Source: an optimization exercise on an open RTL-to-GDS flow (aim: small area, a short achievable clock period and few clock cycles per item). Production flows keep margins and buffers that such runs may drop.
RTL that was checked went through simulation tests only; none was proved equivalent to the original.

==> inputs of 05-20 <==
==> flow/design.v <==
module armature_law (
    input  wire        clk,
    input  wire        rst,
    input  wire        cfg_we,
    input  wire [6:0]  cfg_addr,
    input  wire [31:0] cfg_wdata,
    input  wire        start,
    input  wire [31:0] meas,
    input  wire [31:0] sp,
    input  wire [31:0] inj,
    input  wire        inj_point,
    output wire        ready,
    output reg         done,
    output reg  [31:0] u,
    output reg  [31:0] integ,
    output reg  [15:0] gain,
    output reg  [31:0] err,
    output reg  [2:0]  flags
);
    reg [26:0]        step;
    reg signed [31:0] kp, ki, imin, imax, umin, umax, offset;
    reg [15:0]        tab [0:32];
    integer i;
    always @(posedge clk) begin
        if (cfg_we) begin
            case (cfg_addr)
                7'h00: step   <= cfg_wdata[26:0];
                7'h01: kp     <= cfg_wdata;
                7'h02: ki     <= cfg_wdata;
                7'h03: imin   <= cfg_wdata;
                7'h04: imax   <= cfg_wdata;
                7'h05: umin   <= cfg_wdata;
                7'h06: umax   <= cfg_wdata;
                7'h07: offset <= cfg_wdata;
                default: ;
            endcase
            for (i = 0; i < 33; i = i + 1)
                if (cfg_addr == 7'h40 + i)
                    tab[i] <= cfg_wdata[15:0];
        end
    end
    reg [3:0]         t;
    reg               rdy;
    assign ready = rdy;
    reg [31:0]        m_q, s_q, i_q;
    reg               ip_q;
    reg signed [32:0] c_q;         
    reg [27:0]        s3_q;        
    reg [26:0]        r_q;         
    reg [4:0]         k_q;
    reg [7:0]         fq;          
    reg               xlo_q, xhi_q;
    reg signed [16:0] dt_q;        
    reg signed [32:0] z_q;         
    reg signed [53:0] accp, acci;
    reg [7:0]         shp, shi;
    reg signed [47:0] pe_q, ie_q;
    wire oor = xlo_q | xhi_q;
    function [31:0] sat32;
        input signed [32:0] v;
        begin
            if (v[32] != v[31])
                sat32 = v[32] ? 32'h8000_0000 : 32'h7FFF_FFFF;
            else
                sat32 = v[31:0];
        end
    endfunction
    wire signed [32:0] sp_sum = {s_q[31], s_q} + {i_q[31], i_q};
    wire [31:0]        sp_eff = ip_q ? s_q : sat32(sp_sum);
    wire signed [32:0] e_diff = {sp_eff[31], sp_eff} - {m_q[31], m_q};
    wire [31:0]        e_val  = sat32(e_diff);
    wire signed [32:0] c_val  = {offset[31], offset} + (ip_q ? {i_q[31], i_q} : 33'd0);
    wire [27:0]        s3_val = {1'b0, step} + {step, 1'b0};
    wire               neg = err[31];
    wire signed [31:0] ep  = {{2{err[31]}}, err[31:2]};           
    wire signed [31:0] sS1 = {5'd0, step};
    wire signed [31:0] sS2 = {4'd0, step, 1'b0};
    wire signed [31:0] sS3 = {4'd0, s3_q};
    wire signed [31:0] sS4 = {3'd0, step, 2'b0};
    wire signed [31:0] a0 = ep + (neg ? sS4 : 32'sd0);
    wire signed [31:0] a1 = ep + (neg ? sS3 : -sS1);
    wire signed [31:0] a2 = ep + (neg ? sS2 : -sS2);
    wire signed [31:0] a3 = ep + (neg ? sS1 : -sS3);
    wire [1:0]  da = !a3[31] ? 2'd3 : !a2[31] ? 2'd2 : !a1[31] ? 2'd1 : 2'd0;
    wire [26:0] ra = !a3[31] ? a3[26:0] : !a2[31] ? a2[26:0] : !a1[31] ? a1[26:0] : a0[26:0];
    wire [28:0] tx  = (t == 4'd2) ? {ra, err[1:0]} : {r_q, 2'b00};
    wire signed [29:0] x1 = {1'b0, tx} - {2'b0, step};
    wire signed [29:0] x2 = {1'b0, tx} - {1'b0, step, 1'b0};
    wire signed [29:0] x3 = {1'b0, tx} - {1'b0, s3_q};
    wire [1:0]  dx = !x3[29] ? 2'd3 : !x2[29] ? 2'd2 : !x1[29] ? 2'd1 : 2'd0;
    wire [26:0] rx = !x3[29] ? x3[26:0] : !x2[29] ? x2[26:0] : !x1[29] ? x1[26:0] : tx[26:0];
    wire [28:0] ty  = {rx, 2'b00};
    wire signed [29:0] y1 = {1'b0, ty} - {2'b0, step};
    wire signed [29:0] y2 = {1'b0, ty} - {1'b0, step, 1'b0};
    wire signed [29:0] y3 = {1'b0, ty} - {1'b0, s3_q};
    wire [1:0]  dy = !y3[29] ? 2'd3 : !y2[29] ? 2'd2 : !y1[29] ? 2'd1 : 2'd0;
    wire [26:0] ry = !y3[29] ? y3[26:0] : !y2[29] ? y2[26:0] : !y1[29] ? y1[26:0] : ty[26:0];
    wire signed [34:0] x_full = {{3{err[31]}}, err} + {4'd0, step, 4'd0};
    wire               x_low  = (x_full <= 35'sd0);
    wire               x_high = ($signed({{3{err[31]}}, err}) >= $signed({4'd0, step, 4'd0}));
    wire [5:0]  kk   = xlo_q ? 6'd0 : xhi_q ? 6'd32 : {1'b0, k_q};
    wire [5:0]  ridx = (t == 4'd3) ? kk : ({1'b0, k_q} + 6'd1);
    reg  [15:0] trd;
    integer j;
    always @(*) begin
        trd = 16'd0;
        for (j = 0; j < 33; j = j + 1)
            trd = trd | (tab[j] & {16{ridx == j}});
    end
    wire [7:0]         fch   = (t == 4'd5) ? fq : {4'd0, fq[3:0]};
    wire signed [32:0] z_sh  = (t == 4'd5) ? 33'sd0 : (z_q <<< 4);
    wire signed [32:0] z_nx  = z_sh + dt_q * $signed({1'b0, fch});
    wire signed [16:0] g_nx  = {gain[15], gain} + z_nx[32:16];
    wire        ph1   = (t >= 4'd2) && (t <= 4'd5);
    wire        p2a   = oor ? (t == 4'd6) : (t == 4'd8);
    wire        p2b   = oor ? (t == 4'd7) : (t == 4'd9);
    wire        fin   = oor ? (t == 4'd8) : (t == 4'd10);
    reg  [7:0]  ech;
    always @(*) begin
        case (t)
            4'd2:    ech = err[7:0];
            4'd3:    ech = err[15:8];
            4'd4:    ech = err[23:16];
            default: ech = err[31:24];
        endcase
    end
    wire        chs   = ph1 ? (t == 4'd5) : p2b;             
    wire [7:0]  ch    = ph1 ? ech : (p2a ? gain[7:0] : gain[15:8]);
    wire signed [8:0]  ch9 = {chs & ch[7], ch};
    wire signed [47:0] mcp = ph1 ? {{16{kp[31]}}, kp} : pe_q;
    wire signed [47:0] mci = ph1 ? {{16{ki[31]}}, ki} : ie_q;
    wire signed [53:0] ap  = (t == 4'd2) ? 54'sd0 : accp;
    wire signed [53:0] ai  = (t == 4'd2) ? 54'sd0 : acci;
    wire signed [57:0] sump = ap + mcp * ch9;
    wire signed [57:0] sumi = ai + mci * ch9;
    wire signed [53:0] s_v   = acci;                         
    wire signed [53:0] pp_v  = accp;                         
    wire               i_lo  = (s_v < $signed({{22{imin[31]}}, imin}));
    wire               i_hi  = (s_v > $signed({{22{imax[31]}}, imax}));
    wire signed [31:0] i_new = i_lo ? imin : i_hi ? imax : s_v[31:0];
    wire signed [54:0] v_s   = {pp_v[53], pp_v} + {s_v[53], s_v};
    wire signed [54:0] v_l   = {pp_v[53], pp_v} + {{23{imin[31]}}, imin};
    wire signed [54:0] v_h   = {pp_v[53], pp_v} + {{23{imax[31]}}, imax};
    wire signed [54:0] v     = i_lo ? v_l : i_hi ? v_h : v_s;
    wire               u_lo  = (v < $signed({{23{umin[31]}}, umin}));
    wire               u_hi  = (v > $signed({{23{umax[31]}}, umax}));
    wire signed [31:0] u_new = u_lo ? umin : u_hi ? umax : v[31:0];
    always @(posedge clk) begin
        if (rst) begin
            t     <= 4'd0;
            rdy   <= 1'b1;
            done  <= 1'b0;
            integ <= 32'd0;
        end else begin
            done <= 1'b0;
            if (t == 4'd0) begin
                if (cfg_we && cfg_addr == 7'h08)
                    integ <= cfg_wdata;
                if (start) begin
                    t   <= 4'd1;
                    rdy <= 1'b0;
                end
            end else if (fin) begin
                t     <= 4'd0;
                rdy   <= 1'b1;
                done  <= 1'b1;
                integ <= i_new;
                u     <= u_new;
                flags <= {u_lo | u_hi, i_hi, i_lo};
            end else begin
                t <= t + 4'd1;
            end
        end
    end
    always @(posedge clk) begin
        if (t == 4'd0 && start) begin
            m_q  <= meas;
            s_q  <= sp;
            i_q  <= inj;
            ip_q <= inj_point;
        end
        if (t == 4'd1) begin
            err  <= e_val;
            c_q  <= c_val;
            s3_q <= s3_val;
        end
        if (t == 4'd2) begin
            k_q   <= {~neg, da, dx};
            r_q   <= rx;
            xlo_q <= x_low;
            xhi_q <= !x_low && x_high;
        end
        if (t >= 4'd3 && t <= 4'd6) begin
            r_q <= ry;
            fq  <= {fq[3:0], dx, dy};
        end
        if (t == 4'd3)
            gain <= trd;
        if (t == 4'd4)
            dt_q <= $signed({trd[15], trd}) - $signed({gain[15], gain});
        if (t >= 4'd5 && t <= 4'd7)
            z_q <= z_nx;
        if (t == 4'd7 && !oor)
            gain <= g_nx[15:0];
        if (ph1 && t != 4'd5 || p2a) begin
            accp <= sump >>> 8;
            acci <= sumi >>> 8;
            shp  <= sump[7:0];
            shi  <= sumi[7:0];
        end
        if (t == 4'd5) begin
            pe_q <= {sump[39:0], shp};
            ie_q <= {sumi[39:0], shi};
            accp <= {{9{c_q[32]}}, c_q, 12'd0};
            acci <= {{10{integ[31]}}, integ, 12'd0};
        end
        if (p2b) begin
            accp <= sump >>> 4;
            acci <= sumi >>> 4;
        end
    end
endmodule
==> flow/run.sh <==
#!/bin/bash
# synth_recipe.tcl (not shown) runs the flow's synth.tcl, then flattens the netlist and writes it again
# the make line also repeats each setting of config.mk as NAME=value (left out here)
make -C /OpenROAD-flow-scripts/flow DESIGN_CONFIG=/design/flow/config.mk WORK_HOME=/design/flow/orfs CLKGATE_MAP_FILE= SYNTH_SCRIPT=/design/flow/synth_recipe.tcl finish
==> flow/config.mk <==
export PLATFORM = sky130hd
export DESIGN_NAME = armature_law
export DESIGN_NICKNAME = armature_law
export VERILOG_FILES = /design/flow/design.v
export SDC_FILE = /design/flow/constraint.sdc
export NUM_CORES = 4
export LEC_CHECK = 0
export CAP_MARGIN = 20
export CORE_MARGIN = 2
export CORE_UTILIZATION = 40
export SLEW_MARGIN = 20
==> flow/constraint.sdc <==
create_clock -name core_clock -period 20.0 [get_ports {clk}]
set_input_delay 4.0000 -clock core_clock [delete_from_list [all_inputs] [get_ports {clk}]]
set_output_delay 4.0000 -clock core_clock [all_outputs]
set_load 0.01 [all_outputs]
==> inputs of 01-26, as changes to 05-20 <==
--- a/flow/design.v
+++ b/flow/design.v
@@ -97,5 +97,4 @@
     wire [26:0] ry = !y3[29] ? y3[26:0] : !y2[29] ? y2[26:0] : !y1[29] ? y1[26:0] : ty[26:0];
-    wire signed [34:0] x_full = {{3{err[31]}}, err} + {4'd0, step, 4'd0};
-    wire               x_low  = (x_full <= 35'sd0);
-    wire               x_high = ($signed({{3{err[31]}}, err}) >= $signed({4'd0, step, 4'd0}));
+    wire               x_low  = neg && (a0[31] || (a0 == 32'sd0 && err[1:0] == 2'd0));
+    wire               x_high = !neg && (ep >= sS4);
     wire [5:0]  kk   = xlo_q ? 6'd0 : xhi_q ? 6'd32 : {1'b0, k_q};
@@ -131,17 +130,19 @@
     wire signed [47:0] mci = ph1 ? {{16{ki[31]}}, ki} : ie_q;
-    wire signed [53:0] ap  = (t == 4'd2) ? 54'sd0 : accp;
-    wire signed [53:0] ai  = (t == 4'd2) ? 54'sd0 : acci;
+    wire signed [53:0] ap  = (t == 4'd2) ? 54'sd0 : p2a ? {{9{c_q[32]}}, c_q, 12'd0} : accp;
+    wire signed [53:0] ai  = (t == 4'd2) ? 54'sd0 : p2a ? {{10{integ[31]}}, integ, 12'd0} : acci;
     wire signed [57:0] sump = ap + mcp * ch9;
     wire signed [57:0] sumi = ai + mci * ch9;
-    wire signed [53:0] s_v   = acci;                         
-    wire signed [53:0] pp_v  = accp;                         
-    wire               i_lo  = (s_v < $signed({{22{imin[31]}}, imin}));
-    wire               i_hi  = (s_v > $signed({{22{imax[31]}}, imax}));
+    wire               s_ov  = !(&acci[53:33] | ~|acci[53:33]);
+    wire               p_ov  = !(&accp[53:34] | ~|accp[53:34]);
+    wire signed [33:0] s_v   = s_ov ? {acci[53], {33{~acci[53]}}} : acci[33:0];
+    wire signed [34:0] pp_v  = p_ov ? {accp[53], {34{~accp[53]}}} : accp[34:0];
+    wire               i_lo  = (s_v < $signed({{2{imin[31]}}, imin}));
+    wire               i_hi  = (s_v > $signed({{2{imax[31]}}, imax}));
     wire signed [31:0] i_new = i_lo ? imin : i_hi ? imax : s_v[31:0];
-    wire signed [54:0] v_s   = {pp_v[53], pp_v} + {s_v[53], s_v};
-    wire signed [54:0] v_l   = {pp_v[53], pp_v} + {{23{imin[31]}}, imin};
-    wire signed [54:0] v_h   = {pp_v[53], pp_v} + {{23{imax[31]}}, imax};
-    wire signed [54:0] v     = i_lo ? v_l : i_hi ? v_h : v_s;
-    wire               u_lo  = (v < $signed({{23{umin[31]}}, umin}));
-    wire               u_hi  = (v > $signed({{23{umax[31]}}, umax}));
+    wire signed [35:0] v_s   = {pp_v[34], pp_v} + {{2{s_v[33]}}, s_v};
+    wire signed [35:0] v_l   = {pp_v[34], pp_v} + {{4{imin[31]}}, imin};
+    wire signed [35:0] v_h   = {pp_v[34], pp_v} + {{4{imax[31]}}, imax};
+    wire signed [35:0] v     = i_lo ? v_l : i_hi ? v_h : v_s;
+    wire               u_lo  = (v < $signed({{4{umin[31]}}, umin}));
+    wire               u_hi  = (v > $signed({{4{umax[31]}}, umax}));
     wire signed [31:0] u_new = u_lo ? umin : u_hi ? umax : v[31:0];
@@ -167,4 +168,2 @@
                 integ <= i_new;
-                u     <= u_new;
-                flags <= {u_lo | u_hi, i_hi, i_lo};
             end else begin
@@ -175,8 +174,18 @@
     always @(posedge clk) begin
-        if (t == 4'd0 && start) begin
-            m_q  <= meas;
-            s_q  <= sp;
-            i_q  <= inj;
-            ip_q <= inj_point;
-        end
+        m_q   <= meas;
+        s_q   <= sp;
+        i_q   <= inj;
+        ip_q  <= inj_point;
+        s3_q  <= s3_val;
+        r_q   <= (t == 4'd2) ? rx : ry;
+        fq    <= {fq[3:0], dx, dy};
+        z_q   <= z_nx;
+        accp  <= p2b ? (sump >>> 4) : (sump >>> 8);
+        acci  <= p2b ? (sumi >>> 4) : (sumi >>> 8);
+        shp   <= sump[7:0];
+        shi   <= sumi[7:0];
+        u     <= u_new;
+        flags <= {u_lo | u_hi, i_hi, i_lo};
+    end
+    always @(posedge clk) begin
         if (t == 4'd1) begin
@@ -184,3 +193,2 @@
             c_q  <= c_val;
-            s3_q <= s3_val;
         end
@@ -188,9 +196,4 @@
             k_q   <= {~neg, da, dx};
-            r_q   <= rx;
             xlo_q <= x_low;
-            xhi_q <= !x_low && x_high;
-        end
-        if (t >= 4'd3 && t <= 4'd6) begin
-            r_q <= ry;
-            fq  <= {fq[3:0], dx, dy};
+            xhi_q <= x_high;
         end
@@ -200,12 +203,4 @@
             dt_q <= $signed({trd[15], trd}) - $signed({gain[15], gain});
-        if (t >= 4'd5 && t <= 4'd7)
-            z_q <= z_nx;
         if (t == 4'd7 && !oor)
             gain <= g_nx[15:0];
-        if (ph1 && t != 4'd5 || p2a) begin
-            accp <= sump >>> 8;
-            acci <= sumi >>> 8;
-            shp  <= sump[7:0];
-            shi  <= sumi[7:0];
-        end
         if (t == 4'd5) begin
@@ -213,8 +208,2 @@
             ie_q <= {sumi[39:0], shi};
-            accp <= {{9{c_q[32]}}, c_q, 12'd0};
-            acci <= {{10{integ[31]}}, integ, 12'd0};
-        end
-        if (p2b) begin
-            accp <= sump >>> 4;
-            acci <= sumi >>> 4;
         end
==> flow/flow/run.sh (new file) <==
#!/bin/bash
# Standard layout, with timing repair aiming at a shorter period than the
# 20 ns clock (the constraints themselves are unchanged).
set -euo pipefail
bash standard.sh SETUP_SLACK_MARGIN=10 finish > standard.log 2>&1
==> flow/standard.sh (new file) <==
#!/bin/bash
# synth_recipe.tcl (not shown) runs the flow's synth.tcl, then flattens the netlist and writes it again
# the make line also repeats each setting of config.mk as NAME=value (left out here)
make -C /OpenROAD-flow-scripts/flow DESIGN_CONFIG=/design/flow/config.mk WORK_HOME=/design/flow/orfs CLKGATE_MAP_FILE= SYNTH_SCRIPT=/design/flow/synth_recipe.tcl "${@:-finish}"
removed: flow/run.sh
==> inputs of 06-03, as changes to 05-20 <==
--- a/flow/design.v
+++ b/flow/design.v
@@ -97,5 +97,4 @@
     wire [26:0] ry = !y3[29] ? y3[26:0] : !y2[29] ? y2[26:0] : !y1[29] ? y1[26:0] : ty[26:0];
-    wire signed [34:0] x_full = {{3{err[31]}}, err} + {4'd0, step, 4'd0};
-    wire               x_low  = (x_full <= 35'sd0);
-    wire               x_high = ($signed({{3{err[31]}}, err}) >= $signed({4'd0, step, 4'd0}));
+    wire               x_low  = neg && (a0[31] || (a0 == 32'sd0 && err[1:0] == 2'd0));
+    wire               x_high = !neg && (ep >= sS4);
     wire [5:0]  kk   = xlo_q ? 6'd0 : xhi_q ? 6'd32 : {1'b0, k_q};
@@ -131,17 +130,19 @@
     wire signed [47:0] mci = ph1 ? {{16{ki[31]}}, ki} : ie_q;
-    wire signed [53:0] ap  = (t == 4'd2) ? 54'sd0 : accp;
-    wire signed [53:0] ai  = (t == 4'd2) ? 54'sd0 : acci;
+    wire signed [53:0] ap  = (t == 4'd2) ? 54'sd0 : p2a ? {{9{c_q[32]}}, c_q, 12'd0} : accp;
+    wire signed [53:0] ai  = (t == 4'd2) ? 54'sd0 : p2a ? {{10{integ[31]}}, integ, 12'd0} : acci;
     wire signed [57:0] sump = ap + mcp * ch9;
     wire signed [57:0] sumi = ai + mci * ch9;
-    wire signed [53:0] s_v   = acci;                         
-    wire signed [53:0] pp_v  = accp;                         
-    wire               i_lo  = (s_v < $signed({{22{imin[31]}}, imin}));
-    wire               i_hi  = (s_v > $signed({{22{imax[31]}}, imax}));
+    wire               s_ov  = !(&acci[53:33] | ~|acci[53:33]);
+    wire               p_ov  = !(&accp[53:34] | ~|accp[53:34]);
+    wire signed [33:0] s_v   = s_ov ? {acci[53], {33{~acci[53]}}} : acci[33:0];
+    wire signed [34:0] pp_v  = p_ov ? {accp[53], {34{~accp[53]}}} : accp[34:0];
+    wire               i_lo  = (s_v < $signed({{2{imin[31]}}, imin}));
+    wire               i_hi  = (s_v > $signed({{2{imax[31]}}, imax}));
     wire signed [31:0] i_new = i_lo ? imin : i_hi ? imax : s_v[31:0];
-    wire signed [54:0] v_s   = {pp_v[53], pp_v} + {s_v[53], s_v};
-    wire signed [54:0] v_l   = {pp_v[53], pp_v} + {{23{imin[31]}}, imin};
-    wire signed [54:0] v_h   = {pp_v[53], pp_v} + {{23{imax[31]}}, imax};
-    wire signed [54:0] v     = i_lo ? v_l : i_hi ? v_h : v_s;
-    wire               u_lo  = (v < $signed({{23{umin[31]}}, umin}));
-    wire               u_hi  = (v > $signed({{23{umax[31]}}, umax}));
+    wire signed [35:0] v_s   = {pp_v[34], pp_v} + {{2{s_v[33]}}, s_v};
+    wire signed [35:0] v_l   = {pp_v[34], pp_v} + {{4{imin[31]}}, imin};
+    wire signed [35:0] v_h   = {pp_v[34], pp_v} + {{4{imax[31]}}, imax};
+    wire signed [35:0] v     = i_lo ? v_l : i_hi ? v_h : v_s;
+    wire               u_lo  = (v < $signed({{4{umin[31]}}, umin}));
+    wire               u_hi  = (v > $signed({{4{umax[31]}}, umax}));
     wire signed [31:0] u_new = u_lo ? umin : u_hi ? umax : v[31:0];
@@ -167,4 +168,2 @@
                 integ <= i_new;
-                u     <= u_new;
-                flags <= {u_lo | u_hi, i_hi, i_lo};
             end else begin
@@ -175,8 +174,18 @@
     always @(posedge clk) begin
-        if (t == 4'd0 && start) begin
-            m_q  <= meas;
-            s_q  <= sp;
-            i_q  <= inj;
-            ip_q <= inj_point;
-        end
+        m_q   <= meas;
+        s_q   <= sp;
+        i_q   <= inj;
+        ip_q  <= inj_point;
+        s3_q  <= s3_val;
+        r_q   <= (t == 4'd2) ? rx : ry;
+        fq    <= {fq[3:0], dx, dy};
+        z_q   <= z_nx;
+        accp  <= p2b ? (sump >>> 4) : (sump >>> 8);
+        acci  <= p2b ? (sumi >>> 4) : (sumi >>> 8);
+        shp   <= sump[7:0];
+        shi   <= sumi[7:0];
+        u     <= u_new;
+        flags <= {u_lo | u_hi, i_hi, i_lo};
+    end
+    always @(posedge clk) begin
         if (t == 4'd1) begin
@@ -184,3 +193,2 @@
             c_q  <= c_val;
-            s3_q <= s3_val;
         end
@@ -188,9 +196,4 @@
             k_q   <= {~neg, da, dx};
-            r_q   <= rx;
             xlo_q <= x_low;
-            xhi_q <= !x_low && x_high;
-        end
-        if (t >= 4'd3 && t <= 4'd6) begin
-            r_q <= ry;
-            fq  <= {fq[3:0], dx, dy};
+            xhi_q <= x_high;
         end
@@ -200,12 +203,4 @@
             dt_q <= $signed({trd[15], trd}) - $signed({gain[15], gain});
-        if (t >= 4'd5 && t <= 4'd7)
-            z_q <= z_nx;
         if (t == 4'd7 && !oor)
             gain <= g_nx[15:0];
-        if (ph1 && t != 4'd5 || p2a) begin
-            accp <= sump >>> 8;
-            acci <= sumi >>> 8;
-            shp  <= sump[7:0];
-            shi  <= sumi[7:0];
-        end
         if (t == 4'd5) begin
@@ -213,8 +208,2 @@
             ie_q <= {sumi[39:0], shi};
-            accp <= {{9{c_q[32]}}, c_q, 12'd0};
-            acci <= {{10{integ[31]}}, integ, 12'd0};
-        end
-        if (p2b) begin
-            accp <= sump >>> 4;
-            acci <= sumi >>> 4;
         end
==> summary.txt <==
| item | 06-03 | 05-20 | 01-26 |
|---|---|---|---|
| Non-clock inverter count in the final layout | 1266 | 1200 | 1267 |
| R2R Path End | r_q[6]$_DFF_P_ | r_q[10]$_DFFE_PP_ | r_q[25]$_DFF_P_ |
| Length of routed wiring on met1 | 176100 um | 184900 um | 182900 um |
| Count of clock-net buffers in the final layout | 206 | 203 | 224 |
| Startpoint of the tightest hold check path | shp[2]$_DFF_P_ | shi[1]$_DFFE_PP_ | shi[5]$_DFF_P_ |
| CP peak stage delay | 880 ps | 820 ps | 430 ps |
| Met3 Resource Use GR | 5.502% | 4.611% | 6.630% |
| Synth Area in Compound Gates | 14.88% | 14.41% | 14.88% |
| Result of the run | no timing/DRC/antenna violations | no timing/DRC/antenna violations | no timing/DRC/antenna violations |
| Metal2 WL | 194000 um | 185700 um | 207500 um |
| Number of antenna violations at the first check in global routing | 39 | 34 | 45 |
| Area of all placed cells without fillers | 127800 um^2 | 134100 um^2 | 135500 um^2 |
| Cells resized by post-CTS repair | 0 | 0 | 531 |
| Repair and plain buffers | 451 | 456 | 860 |
| Clock latency reported for the late side of the worst-skew pair | 900 ps | 850 ps | 880 ps |
| EDFF count, synth | 980 | 1327 | 980 |
Testbench counts of 01-26, summed over its fixed seeds: cycles 42,306, frames 4,096.
Testbench counts of 06-03, summed over its fixed seeds: cycles 42,306, frames 4,096.
Function not checked in 05-20: the RTL went through the layout flow alone.

-- re-timing with driven ports --
Ports are ideal in the flow. The routed layouts listed here were re-timed in OpenROAD. Step 1 (the two cells are an assumption about what drives the block):
set clk [get_ports {clk}]
set_driving_cell -lib_cell sky130_fd_sc_hd__clkbuf_16 $clk
set_driving_cell -lib_cell sky130_fd_sc_hd__buf_2 [delete_from_list [all_inputs] $clk]
Step 2 times the ports against the registers' clock, not the clock port: input delays grow and output delays shrink by t, the midpoint of the rising clock arrivals with the driver on. Three values: no drivers, after step 1, after step 2; two values: the first two.
run	t, ns	setup slack, ns	worst slew at a driven data input, ns
05-20	0.915	4.307 / 4.307 / 4.307	0.16
01-26	0.955	9.239 / 9.239 / 9.239	0.28
06-03	0.967	4.140 / 4.140 / 4.140	0.26
After both steps setup and hold are still met in every run listed.
